From an optimization exercise on the open Yosys and OpenROAD flow, aimed at small area, a short achievable clock period and few clock cycles; shortcuts taken in it are not production practice. At most, simulation tests tie the RTL to the original design; equivalence was not proved. Power figures rest on the tool's default switching activity, not on a simulated workload.

==> build 24 <==
==> flow/design.v <==
module crc_unit (
    input  wire        clk,
    input  wire        rst,           
    input  wire        req_valid,
    output wire        req_ready,
    input  wire        req_write,
    input  wire [2:0]  req_addr,      
    input  wire [31:0] req_wdata,
    output reg         rsp_valid,
    output reg  [31:0] rsp_rdata,
    output reg         exc            
);
    localparam [2:0] A_POLY   = 3'd0,
                     A_CFG    = 3'd1,
                     A_INIT   = 3'd2,
                     A_VALUE  = 3'd3,
                     A_RESULT = 3'd4,
                     A_IN8    = 3'd5,
                     A_IN16   = 3'd6,
                     A_IN32   = 3'd7;
    reg [31:0] poly;                  
    reg [31:0] init;                  
    reg [31:0] rref;                  
    reg [4:0]  wm1;                   
    reg        refin, refout, invert;
    reg [31:0] gref;                  
    reg        g_ok;                  
    reg [15:1] mu;                    
    reg        mu_ok;                 
    reg        s_dat;                 
    reg        s_8;                   
    reg        s_32;                  
    reg        s_r;                   
    reg        s_cfg;                 
    reg [31:0] q_d;                   
    reg        rdy;
    assign req_ready = rdy;
    wire accept = req_valid & rdy;
    wire wr     = accept & req_write;
    wire [4:0]  wm1_n    = s_cfg ? q_d[4:0] : wm1;
    wire        refin_n  = s_cfg ? q_d[8]   : refin;
    wire        refout_n = s_cfg ? q_d[9]   : refout;
    wire        invert_n = s_cfg ? q_d[10]  : invert;
    wire [31:0] mask_n   = 32'hFFFF_FFFF >> (~wm1_n);
    wire        go       = g_ok & mu_ok;
    wire        d_exec   = s_dat & go;
    wire [7:0]  r_hi = s_8 ? rref[7:0] : rref[15:8];
    wire [15:0] dv   = {(r_hi ^ q_d[15:8]) & {8{d_exec}},
                        (rref[7:0] ^ q_d[7:0]) & {8{d_exec & ~s_8}}};
    wire [31:0] rs   = ~d_exec ? rref : s_8 ? (rref >> 8) : (rref >> 16);
    reg [15:0] t;
    integer i, j, k;
    always @(*) begin
        for (k = 0; k < 16; k = k + 1) begin
            t[k] = dv[k];
            for (j = 0; j < k; j = j + 1)
                t[k] = t[k] ^ (mu[k - j] & dv[j]);
        end
    end
    reg [31:0] crc_out;
    always @(*) begin
        for (i = 0; i < 32; i = i + 1) begin
            crc_out[i] = rs[i];
            for (k = 0; k < 16; k = k + 1)
                if (i + 15 - k <= 31)
                    crc_out[i] = crc_out[i] ^ (t[k] & gref[i + 15 - k]);
        end
    end
    reg [15:0] m;
    always @(*) begin
        m[0] = 1'b1;
        for (k = 1; k < 16; k = k + 1) begin
            m[k] = gref[k - 1];
            for (j = 1; 2 * j <= k; j = j + 1)
                m[k] = m[k] ^ (m[j] & ((2 * j == k) ? 1'b1 : gref[k - 2 * j - 1]));
        end
    end
    function [31:0] rev32(input [31:0] v);
        integer n;
        for (n = 0; n < 32; n = n + 1)
            rev32[n] = v[31 - n];
    endfunction
    wire [31:0] fsh_out = rev32(crc_out) >> (~wm1);
    wire        g_fill  = ~g_ok & ~(s_r | s_cfg);
    wire [31:0] wsh_in  = s_r ? q_d : s_cfg ? fsh_out : poly;
    wire [31:0] wsh_out = rev32(wsh_in) >> (~wm1_n);
    wire [31:0] rref_n  = (s_r | s_cfg) ? wsh_out : crc_out;
    wire [31:0] rnat_n  = s_r ? (q_d & mask_n) : s_cfg ? (fsh_out & mask_n) : fsh_out;
    wire [31:0] invm    = invert_n ? mask_n : 32'd0;
    wire [31:0] res_n   = refout_n ? (rref_n ^ invm) : (rnat_n ^ invm);
    wire        a_dat   = req_addr[2] & (req_addr[1] | req_addr[0]);
    wire        s_dat_n = rdy ? (wr & a_dat) : s_dat;
    wire        s_32_n  = rdy ? (wr & (req_addr == A_IN32)) : (s_32 & ~d_exec);
    wire        poly_wr = wr & (req_addr == A_POLY);
    wire        g_ok_n  = ~(poly_wr | s_cfg) & (g_ok | g_fill);
    wire        mu_ok_n = ~g_fill;
    wire        rdy_n   = ~s_dat_n | (g_ok_n & mu_ok_n & ~s_32_n);
    function [7:0] order(input [7:0] b, input lsb_first);
        integer n;
        for (n = 0; n < 8; n = n + 1)
            order[n] = lsb_first ? b[n] : b[7 - n];
    endfunction
    always @(posedge clk) begin
        if (rst) begin
            poly   <= 32'd0;
            init   <= 32'd0;
            rref   <= 32'd0;
            wm1    <= 5'd0;
            refin  <= 1'b0;
            refout <= 1'b0;
            invert <= 1'b0;
            gref   <= 32'd0;
            g_ok   <= 1'b1;
            mu     <= 15'd0;
            mu_ok  <= 1'b1;
            s_dat  <= 1'b0;
            s_8    <= 1'b0;
            s_32   <= 1'b0;
            s_r    <= 1'b0;
            s_cfg  <= 1'b0;
            rdy    <= 1'b1;
            rsp_valid <= 1'b0;
            exc    <= 1'b0;
        end else begin
            if (poly_wr)
                poly <= req_wdata;
            if (wr & (req_addr == A_INIT))
                init <= req_wdata;
            rref   <= rref_n;
            wm1    <= wm1_n;
            refin  <= refin_n;
            refout <= refout_n;
            invert <= invert_n;
            if (g_fill)
                gref <= wsh_out;
            g_ok   <= g_ok_n;
            mu     <= m[15:1];
            mu_ok  <= mu_ok_n;
            s_dat  <= s_dat_n;
            s_32   <= s_32_n;
            if (rdy) begin
                s_8   <= wr & (req_addr == A_IN8);
                s_r   <= wr & ((req_addr == A_INIT) | (req_addr == A_VALUE));
                s_cfg <= wr & (req_addr == A_CFG) & (|req_wdata[4:1]);
            end
            rdy    <= rdy_n;
            rsp_valid <= accept & ~req_write;
            exc    <= wr & (req_addr == A_CFG) & ~(|req_wdata[4:1]);
        end
    end
    always @(posedge clk) begin
        if (rdy) begin
            if (a_dat) begin
                q_d[31:24] <= order(req_wdata[31:24], refin_n);
                q_d[23:16] <= order(req_wdata[23:16], refin_n);
                q_d[15:8]  <= order(req_addr == A_IN8 ? req_wdata[7:0] : req_wdata[15:8], refin_n);
                q_d[7:0]   <= order(req_wdata[7:0], refin_n);
            end else begin
                q_d <= req_wdata;
            end
        end else if (d_exec) begin
            q_d[15:0] <= q_d[31:16];     
        end
    end
    always @(posedge clk) begin
        case (req_addr)
            A_POLY:   rsp_rdata <= poly & mask_n;
            A_CFG:    rsp_rdata <= {21'd0, invert_n, refout_n, refin_n, 3'd0, wm1_n};
            A_INIT:   rsp_rdata <= init & mask_n;
            A_VALUE:  rsp_rdata <= rnat_n;
            A_RESULT: rsp_rdata <= res_n;
            default:  rsp_rdata <= 32'd0;      
        endcase
    end
endmodule
==> flow/flow/run.sh <==
#!/bin/bash
# Standard layout, with timing repair aimed at a setup slack margin (the SDC is unchanged).
set -euo pipefail
bash standard.sh SETUP_SLACK_MARGIN=11 finish > standard.log 2>&1
==> flow/standard.sh <==
#!/bin/bash
# synth_recipe.tcl (not shown) runs the flow's synth.tcl, then flattens the netlist and writes it again
# the make line also repeats each setting of config.mk as NAME=value (left out here)
make -C /OpenROAD-flow-scripts/flow DESIGN_CONFIG=/design/flow/config.mk WORK_HOME=/design/flow/orfs CLKGATE_MAP_FILE= SYNTH_SCRIPT=/design/flow/synth_recipe.tcl "${@:-finish}"
==> flow/config.mk <==
export PLATFORM = sky130hd
export DESIGN_NAME = crc_unit
export DESIGN_NICKNAME = crc_unit
export VERILOG_FILES = /design/flow/design.v
export SDC_FILE = /design/flow/constraint.sdc
export NUM_CORES = 4
export LEC_CHECK = 0
export CAP_MARGIN = 20
export CORE_MARGIN = 2
export CORE_UTILIZATION = 25
export SLEW_MARGIN = 20
==> flow/constraint.sdc <==
create_clock -name core_clock -period 17.0 [get_ports {clk}]
set_input_delay 3.4000 -clock core_clock [delete_from_list [all_inputs] [get_ports {clk}]]
set_output_delay 3.4000 -clock core_clock [all_outputs]
set_load 0.01 [all_outputs]
==> trial 51: changes against build 24 <==
==> flow/design.v, changed modules only <==
module crc_unit (
    input  wire        clk,
    input  wire        rst,           
    input  wire        req_valid,
    output wire        req_ready,
    input  wire        req_write,
    input  wire [2:0]  req_addr,      
    input  wire [31:0] req_wdata,
    output reg         rsp_valid,
    output reg  [31:0] rsp_rdata,
    output reg         exc            
);
    localparam [2:0] A_POLY   = 3'd0,
                     A_CFG    = 3'd1,
                     A_INIT   = 3'd2,
                     A_VALUE  = 3'd3,
                     A_RESULT = 3'd4,
                     A_IN8    = 3'd5,
                     A_IN16   = 3'd6,
                     A_IN32   = 3'd7;
    reg [31:0] poly;                  
    reg [31:0] init;                  
    reg [31:0] rnat;                  
    reg [31:0] rref;                  
    reg [4:0]  wm1;                   
    reg        refin, refout, invert;
    reg [31:0] gref;                  
    reg        g_ok;                  
    reg [15:1] mu;                    
    reg        mu_ok;                 
    reg        s_dat;                 
    reg        s_8;                   
    reg        s_16;                  
    reg        s_32;                  
    reg        s_r;                   
    reg        s_cfg;                 
    reg [31:0] q_d;                   
    reg        rdy;
    assign req_ready = rdy;
    wire accept = req_valid & rdy;
    wire wr     = accept & req_write;
    wire [4:0]  wm1_n    = s_cfg ? q_d[4:0] : wm1;
    wire        refin_n  = s_cfg ? q_d[8]   : refin;
    wire        refout_n = s_cfg ? q_d[9]   : refout;
    wire        invert_n = s_cfg ? q_d[10]  : invert;
    wire [31:0] mask     = 32'hFFFF_FFFF >> (~wm1);
    wire [31:0] mask_n   = 32'hFFFF_FFFF >> (~wm1_n);
    wire [31:0] gnat     = poly & mask;
    wire        go       = g_ok & mu_ok;
    wire        d_exec   = s_dat & go;
    wire [7:0]  r_hi = s_8 ? rref[7:0] : rref[15:8];
    wire [15:0] dv   = {r_hi ^ q_d[15:8], (rref[7:0] ^ q_d[7:0]) & {8{~s_8}}};
    wire [31:0] rs_r = s_16 ? (rref >> 16) : (rref >> 8);
    wire [31:0] rs_n = s_16 ? (rnat << 16) : (rnat << 8);
    reg [15:0] t;
    integer i, j, k;
    always @(*) begin
        for (k = 0; k < 16; k = k + 1) begin
            t[k] = dv[k];
            for (j = 0; j < k; j = j + 1)
                t[k] = t[k] ^ (mu[k - j] & dv[j]);
        end
    end
    reg [31:0] crc_r, crc_n;
    always @(*) begin
        for (i = 0; i < 32; i = i + 1) begin
            crc_r[i] = rs_r[i];
            crc_n[i] = rs_n[i];
            for (k = 0; k < 16; k = k + 1) begin
                if (i + 15 - k <= 31)
                    crc_r[i] = crc_r[i] ^ (t[k] & gref[i + 15 - k]);
                if (i + k >= 15)
                    crc_n[i] = crc_n[i] ^ (t[k] & gnat[i + k - 15]);
            end
        end
    end
    reg [15:0] m;
    always @(*) begin
        m[0] = 1'b1;
        for (k = 1; k < 16; k = k + 1) begin
            m[k] = gref[k - 1];
            for (j = 1; 2 * j <= k; j = j + 1)
                m[k] = m[k] ^ (m[j] & ((2 * j == k) ? 1'b1 : gref[k - 2 * j - 1]));
        end
    end
    function [31:0] rev32(input [31:0] v);
        integer n;
        for (n = 0; n < 32; n = n + 1)
            rev32[n] = v[31 - n];
    endfunction
    wire        g_fill  = ~g_ok & ~(s_r | s_cfg);
    wire [31:0] wsh_in  = s_r ? q_d : s_cfg ? rnat : poly;
    wire [31:0] wsh_out = rev32(wsh_in) >> (~wm1_n);
    wire [31:0] rref_n  = (s_r | s_cfg) ? wsh_out : d_exec ? crc_r : rref;
    wire [31:0] rnat_n  = (s_r ? q_d : d_exec ? crc_n : rnat) & mask_n;
    wire [31:0] invm    = invert_n ? mask_n : 32'd0;
    wire        a_dat   = req_addr[2] & (req_addr[1] | req_addr[0]);
    wire        s_dat_n = rdy ? (wr & a_dat) : s_dat;
    wire        s_32_n  = rdy ? (wr & (req_addr == A_IN32)) : (s_32 & ~d_exec);
    wire        poly_wr = wr & (req_addr == A_POLY);
    wire        g_ok_n  = ~(poly_wr | s_cfg) & (g_ok | g_fill);
    wire        mu_ok_n = ~g_fill;
    wire        rdy_n   = ~s_dat_n | (g_ok_n & mu_ok_n & ~s_32_n);
    function [7:0] order(input [7:0] b, input lsb_first);
        integer n;
        for (n = 0; n < 8; n = n + 1)
            order[n] = lsb_first ? b[n] : b[7 - n];
    endfunction
    always @(posedge clk) begin
        if (rst) begin
            poly   <= 32'd0;
            init   <= 32'd0;
            rnat   <= 32'd0;
            rref   <= 32'd0;
            wm1    <= 5'd0;
            refin  <= 1'b0;
            refout <= 1'b0;
            invert <= 1'b0;
            g_ok   <= 1'b0;              
            mu_ok  <= 1'b0;
            s_dat  <= 1'b0;
            s_8    <= 1'b0;
            s_16   <= 1'b0;
            s_32   <= 1'b0;
            s_r    <= 1'b0;
            s_cfg  <= 1'b0;
            rdy    <= 1'b1;
            rsp_valid <= 1'b0;
            exc    <= 1'b0;
        end else begin
            if (poly_wr)
                poly <= req_wdata;
            if (wr & (req_addr == A_INIT))
                init <= req_wdata;
            rnat   <= rnat_n;
            rref   <= rref_n;
            wm1    <= wm1_n;
            refin  <= refin_n;
            refout <= refout_n;
            invert <= invert_n;
            g_ok   <= g_ok_n;
            mu_ok  <= mu_ok_n;
            s_dat  <= s_dat_n;
            s_32   <= s_32_n;
            if (rdy) begin
                s_8   <= wr & (req_addr == A_IN8);
                s_16  <= wr & req_addr[2] & req_addr[1];
                s_r   <= wr & ((req_addr == A_INIT) | (req_addr == A_VALUE));
                s_cfg <= wr & (req_addr == A_CFG) & (|req_wdata[4:1]);
            end
            rdy    <= rdy_n;
            rsp_valid <= accept & ~req_write;
            exc    <= wr & (req_addr == A_CFG) & ~(|req_wdata[4:1]);
        end
    end
    always @(posedge clk) begin
        if (g_fill)
            gref <= wsh_out;
        mu <= m[15:1];
    end
    always @(posedge clk) begin
        if (rdy) begin
            if (a_dat) begin
                q_d[31:24] <= order(req_wdata[31:24], refin_n);
                q_d[23:16] <= order(req_wdata[23:16], refin_n);
                q_d[15:8]  <= order(req_addr == A_IN8 ? req_wdata[7:0] : req_wdata[15:8], refin_n);
                q_d[7:0]   <= order(req_wdata[7:0], refin_n);
            end else begin
                q_d <= req_wdata;
            end
        end else if (d_exec) begin
            q_d[15:0] <= q_d[31:16];     
        end
    end
    wire        fresh   = d_exec & ~s_r & ~s_cfg;       
    wire [31:0] v_res   = (refout_n ? rref_n : rnat_n) ^ invm;
    wire [31:0] c_n     = crc_n & mask;                 
    wire [31:0] c_ni    = (crc_n ^ invm) & mask;        
    wire [31:0] c_ri    = crc_r ^ invm;                 
    wire        sel_p   = (req_addr == A_POLY);
    wire        sel_c   = (req_addr == A_CFG);
    wire        sel_i   = (req_addr == A_INIT);
    wire        sel_v   = (req_addr == A_VALUE);
    wire        sel_r   = (req_addr == A_RESULT);
    wire [31:0] rd_d    = ({32{sel_v &  fresh}}             & c_n)
                        | ({32{sel_r &  fresh & ~refout_n}} & c_ni)
                        | ({32{sel_r &  fresh &  refout_n}} & c_ri)
                        | ({32{sel_v & ~fresh}}             & rnat_n)
                        | ({32{sel_r & ~fresh}}             & v_res)
                        | ({32{sel_p}}                      & poly & mask_n)
                        | ({32{sel_i}}                      & init & mask_n)
                        | ({32{sel_c}} & {21'd0, invert_n, refout_n, refin_n, 3'd0, wm1_n});
    always @(posedge clk)
        rsp_rdata <= rd_d;
endmodule
==> flow/flow/run.sh (replaced) <==
#!/bin/bash
# The standard layout (standard.sh: ORFS with the standard synthesis), with
#  - port buffers of sky130_fd_sc_hd__buf_4 instead of the default buffer, and
#  - timing repair aimed at a setup slack margin; the SDC (clock period and
#    I/O delays) is unchanged.
# make's output goes to standard.log; ORFS keeps each step's log under orfs/logs.
set -euo pipefail
bash standard.sh \
    "BUFFER_PORTS_ARGS=-buffer_cell sky130_fd_sc_hd__buf_4" \
    SETUP_SLACK_MARGIN=12 \
    finish > standard.log 2>&1
- CORE_UTILIZATION: 25 -> 50
==> build 61: changes against build 24 <==
==> flow/design.v, changed modules only <==
module crc_unit (
    input  wire        clk,
    input  wire        rst,           
    input  wire        req_valid,
    output wire        req_ready,
    input  wire        req_write,
    input  wire [2:0]  req_addr,      
    input  wire [31:0] req_wdata,
    output reg         rsp_valid,
    output reg  [31:0] rsp_rdata,
    output reg         exc            
);
    localparam [2:0] A_POLY   = 3'd0,
                     A_CFG    = 3'd1,
                     A_INIT   = 3'd2,
                     A_VALUE  = 3'd3,
                     A_RESULT = 3'd4,
                     A_IN8    = 3'd5,
                     A_IN16   = 3'd6,
                     A_IN32   = 3'd7;
    reg [31:0] poly;                  
    reg [31:0] init;                  
    reg [31:0] rnat;                  
    reg [31:0] rref;                  
    reg [4:0]  wm1;                   
    reg        refin, refout, invert;
    reg [31:0] gref;                  
    reg        g_ok;                  
    reg [15:1] mu;                    
    reg        mu_ok;                 
    reg        s_dat;                 
    reg        s_8;                   
    reg        s_16;                  
    reg        s_32;                  
    reg        s_r;                   
    reg        s_cfg;                 
    reg [31:0] q_d;                   
    reg        rdy;
    assign req_ready = rdy;
    wire accept = req_valid & rdy;
    wire wr     = accept & req_write;
    wire [4:0]  wm1_n    = s_cfg ? q_d[4:0] : wm1;
    wire        refin_n  = s_cfg ? q_d[8]   : refin;
    wire        refout_n = s_cfg ? q_d[9]   : refout;
    wire        invert_n = s_cfg ? q_d[10]  : invert;
    wire [31:0] mask     = 32'hFFFF_FFFF >> (~wm1);
    wire [31:0] mask_n   = 32'hFFFF_FFFF >> (~wm1_n);
    wire [31:0] gnat     = poly & mask;
    wire        go       = g_ok & mu_ok;
    wire        d_exec   = s_dat & go;
    wire [7:0]  r_hi = s_8 ? rref[7:0] : rref[15:8];
    wire [15:0] dv   = {r_hi ^ q_d[15:8], (rref[7:0] ^ q_d[7:0]) & {8{~s_8}}};
    wire [31:0] rs_r = s_16 ? (rref >> 16) : (rref >> 8);
    wire [31:0] rs_n = s_16 ? (rnat << 16) : (rnat << 8);
    reg [15:0] t;
    integer i, j, k;
    always @(*) begin
        for (k = 0; k < 16; k = k + 1) begin
            t[k] = dv[k];
            for (j = 0; j < k; j = j + 1)
                t[k] = t[k] ^ (mu[k - j] & dv[j]);
        end
    end
    reg [31:0] crc_r, crc_n;
    always @(*) begin
        for (i = 0; i < 32; i = i + 1) begin
            crc_r[i] = rs_r[i];
            crc_n[i] = rs_n[i];
            for (k = 0; k < 16; k = k + 1) begin
                if (i + 15 - k <= 31)
                    crc_r[i] = crc_r[i] ^ (t[k] & gref[i + 15 - k]);
                if (i + k >= 15)
                    crc_n[i] = crc_n[i] ^ (t[k] & gnat[i + k - 15]);
            end
        end
    end
    reg [15:0] m;
    always @(*) begin
        m[0] = 1'b1;
        for (k = 1; k < 16; k = k + 1) begin
            m[k] = gref[k - 1];
            for (j = 1; 2 * j <= k; j = j + 1)
                m[k] = m[k] ^ (m[j] & ((2 * j == k) ? 1'b1 : gref[k - 2 * j - 1]));
        end
    end
    function [31:0] rev32(input [31:0] v);
        integer n;
        for (n = 0; n < 32; n = n + 1)
            rev32[n] = v[31 - n];
    endfunction
    wire        g_fill  = ~g_ok & ~(s_r | s_cfg);
    wire [31:0] wsh_in  = s_r ? q_d : s_cfg ? rnat : poly;
    wire [31:0] wsh_out = rev32(wsh_in) >> (~wm1_n);
    wire [31:0] rref_n  = (s_r | s_cfg) ? wsh_out : d_exec ? crc_r : rref;
    wire [31:0] rnat_n  = (s_r ? q_d : d_exec ? crc_n : rnat) & mask_n;
    wire [31:0] invm    = invert_n ? mask_n : 32'd0;
    wire        a_dat   = req_addr[2] & (req_addr[1] | req_addr[0]);
    wire        s_dat_n = rdy ? (wr & a_dat) : s_dat;
    wire        s_32_n  = rdy ? (wr & (req_addr == A_IN32)) : (s_32 & ~d_exec);
    wire        poly_wr = wr & (req_addr == A_POLY);
    wire        g_ok_n  = ~(poly_wr | s_cfg) & (g_ok | g_fill);
    wire        mu_ok_n = ~g_fill;
    wire        rdy_n   = ~s_dat_n | (g_ok_n & mu_ok_n & ~s_32_n);
    function [7:0] order(input [7:0] b, input lsb_first);
        integer n;
        for (n = 0; n < 8; n = n + 1)
            order[n] = lsb_first ? b[n] : b[7 - n];
    endfunction
    always @(posedge clk) begin
        if (rst) begin
            poly   <= 32'd0;
            init   <= 32'd0;
            rnat   <= 32'd0;
            rref   <= 32'd0;
            wm1    <= 5'd0;
            refin  <= 1'b0;
            refout <= 1'b0;
            invert <= 1'b0;
            g_ok   <= 1'b0;              
            mu_ok  <= 1'b0;
            s_dat  <= 1'b0;
            s_8    <= 1'b0;
            s_16   <= 1'b0;
            s_32   <= 1'b0;
            s_r    <= 1'b0;
            s_cfg  <= 1'b0;
            rdy    <= 1'b1;
            rsp_valid <= 1'b0;
            exc    <= 1'b0;
        end else begin
            if (poly_wr)
                poly <= req_wdata;
            if (wr & (req_addr == A_INIT))
                init <= req_wdata;
            rnat   <= rnat_n;
            rref   <= rref_n;
            wm1    <= wm1_n;
            refin  <= refin_n;
            refout <= refout_n;
            invert <= invert_n;
            g_ok   <= g_ok_n;
            mu_ok  <= mu_ok_n;
            s_dat  <= s_dat_n;
            s_32   <= s_32_n;
            if (rdy) begin
                s_8   <= wr & (req_addr == A_IN8);
                s_16  <= wr & req_addr[2] & req_addr[1];
                s_r   <= wr & ((req_addr == A_INIT) | (req_addr == A_VALUE));
                s_cfg <= wr & (req_addr == A_CFG) & (|req_wdata[4:1]);
            end
            rdy    <= rdy_n;
            rsp_valid <= accept & ~req_write;
            exc    <= wr & (req_addr == A_CFG) & ~(|req_wdata[4:1]);
        end
    end
    always @(posedge clk) begin
        if (g_fill)
            gref <= wsh_out;
        mu <= m[15:1];
    end
    always @(posedge clk) begin
        if (rdy) begin
            if (a_dat) begin
                q_d[31:24] <= order(req_wdata[31:24], refin_n);
                q_d[23:16] <= order(req_wdata[23:16], refin_n);
                q_d[15:8]  <= order(req_addr == A_IN8 ? req_wdata[7:0] : req_wdata[15:8], refin_n);
                q_d[7:0]   <= order(req_wdata[7:0], refin_n);
            end else begin
                q_d <= req_wdata;
            end
        end else if (d_exec) begin
            q_d[15:0] <= q_d[31:16];     
        end
    end
    wire        sel_v   = (req_addr == A_VALUE);
    wire        sel_r   = (req_addr == A_RESULT);
    wire        use_n   = sel_v | (sel_r & ~refout_n);     
    wire        use_f   = sel_r & refout_n;                
    wire        fresh   = d_exec & ~s_r & ~s_cfg;
    wire [31:0] a_n     = {32{use_n & fresh}} & mask_n;
    wire [31:0] a_r     = {32{use_f & fresh}};
    reg  [31:0] rd_b;
    always @(*) begin
        case (req_addr)
            A_POLY:  rd_b = poly & mask_n;
            A_CFG:   rd_b = {21'd0, invert_n, refout_n, refin_n, 3'd0, wm1_n};
            A_INIT:  rd_b = init & mask_n;
            default: rd_b = 32'd0;
        endcase
        if (use_n & ~fresh)
            rd_b = rd_b | rnat_n;
        if (use_f & ~fresh)
            rd_b = rd_b | rref_n;
        if (sel_r)
            rd_b = rd_b ^ invm;
    end
    always @(posedge clk)
        rsp_rdata <= (crc_n & a_n) ^ (crc_r & a_r) ^ rd_b;
endmodule
==> flow/run.sh (new file) <==
#!/bin/bash
# synth_recipe.tcl (not shown) runs the flow's synth.tcl, then flattens the netlist and writes it again
# the make line also repeats each setting of config.mk as NAME=value (left out here)
make -C /OpenROAD-flow-scripts/flow DESIGN_CONFIG=/design/flow/config.mk WORK_HOME=/design/flow/orfs CLKGATE_MAP_FILE= SYNTH_SCRIPT=/design/flow/synth_recipe.tcl finish
- CORE_UTILIZATION: 25 -> 50
removed: flow/flow/run.sh
removed: flow/standard.sh
==> qor summary <==
Rows: build 24 116; trial 51 90; build 61 88
Worst setup startpoint: build 24 q_d[0]; trial 51 q_d[1]; build 61 req_addr[1]
Complex-gate fraction of the synthesized area: build 24 19.1%; trial 51 14.1%; build 61 12.7%
Initial antenna violation count: build 24 5; trial 51 3; build 61 3
Status: build 24 no timing/DRC/antenna violations; trial 51 no timing/DRC/antenna violations; build 61 no timing/DRC/antenna violations
Layout cell share with drive strength beyond 1: build 24 28.1%; trial 51 10.4%; build 61 6.23%
Number of diodes added for antenna fixing: build 24 1; trial 51 2; build 61 2
CP endpoint: build 24 rsp_rdata[17]; trial 51 rsp_rdata[21]; build 61 rsp_rdata[1]
Pwr dens: build 24 45.3 mW/mm²; trial 51 253 mW/mm²; build 61 219 mW/mm²
Count of multi-input gates: build 24 2793; trial 51 3496; build 61 3359
Internal cell power: build 24 1060 µW; trial 51 3480 µW; build 61 2770 µW
Routed metal-1 wirelength: build 24 52.2 mm; trial 51 55.8 mm; build 61 51.1 mm
Pre-Repair DR Iteration Count: build 24 6; trial 51 8; build 61 8
Clk pwr share: build 24 39.9%; trial 51 8.1%; build 61 11.5%
Power dissipated in sequential cells: build 24 579 µW; trial 51 740 µW; build 61 741 µW
Via count of the first global-routing pass: build 24 26471; trial 51 27832; build 61 25287
GP Congestion: build 24 1.07; trial 51 1.08; build 61 1.05
TritonCTS buffer count: build 24 26; trial 51 30; build 61 35
RSZ-0062 raised after global routing: build 24 yes; trial 51 yes; build 61 no
Yosys reg bits: build 24 225; trial 51 258; build 61 258
Fraction of power consumed by sequential logic: build 24 37.4%; trial 51 8.8%; build 61 10.8%
Relative area of non-clock buffer cells in the final design: build 24 13.5%; trial 51 4.97%; build 61 4.01%
Netlist area before placement: build 24 0.0252 mm²; trial 51 0.0302 mm²; build 61 0.0292 mm²
Number of placed cells counting well taps: build 24 4515; trial 51 4734; build 61 4555
Testbench counts of trial 51, summed over its fixed seeds: cycles 69,597.
Testbench counts of build 61, summed over its fixed seeds: cycles 69,597.
Function not checked in build 24: the RTL went through the layout flow alone.

afterwards: timing with drivers on the ports:
Ports are ideal in the flow. The routed layouts listed here were re-timed in OpenROAD. Step 1 assumes that a clkbuf_16 drives the clock port and a buf_2 every other input. Step 2 moves the port delays by t, midway between the first and last clock arrival at a register: inputs arrive t later, outputs are due t later. That takes back most of the time a late clock gives input paths. Slacks: ideal ports / drivers / drivers and shift; pairs: ideal ports / drivers.
run	t (ns)	setup WS [ns]	worst register clock-pin slew, ns	pins driven straight from the clock port
build 24	0.632	9.864 / 9.864 / 9.864	0.08 / 0.08	1
trial 51	0.679	12.043 / 11.980 / 11.412	0.08 / 0.08	1
build 61	0.625	10.933 / 10.948 / 10.324	0.07 / 0.07	1
After both steps every run listed still meets setup and hold. The setup slack of trial 51, which loses most, moves by -0.063 ns with the drivers and by -0.631 ns with both steps.
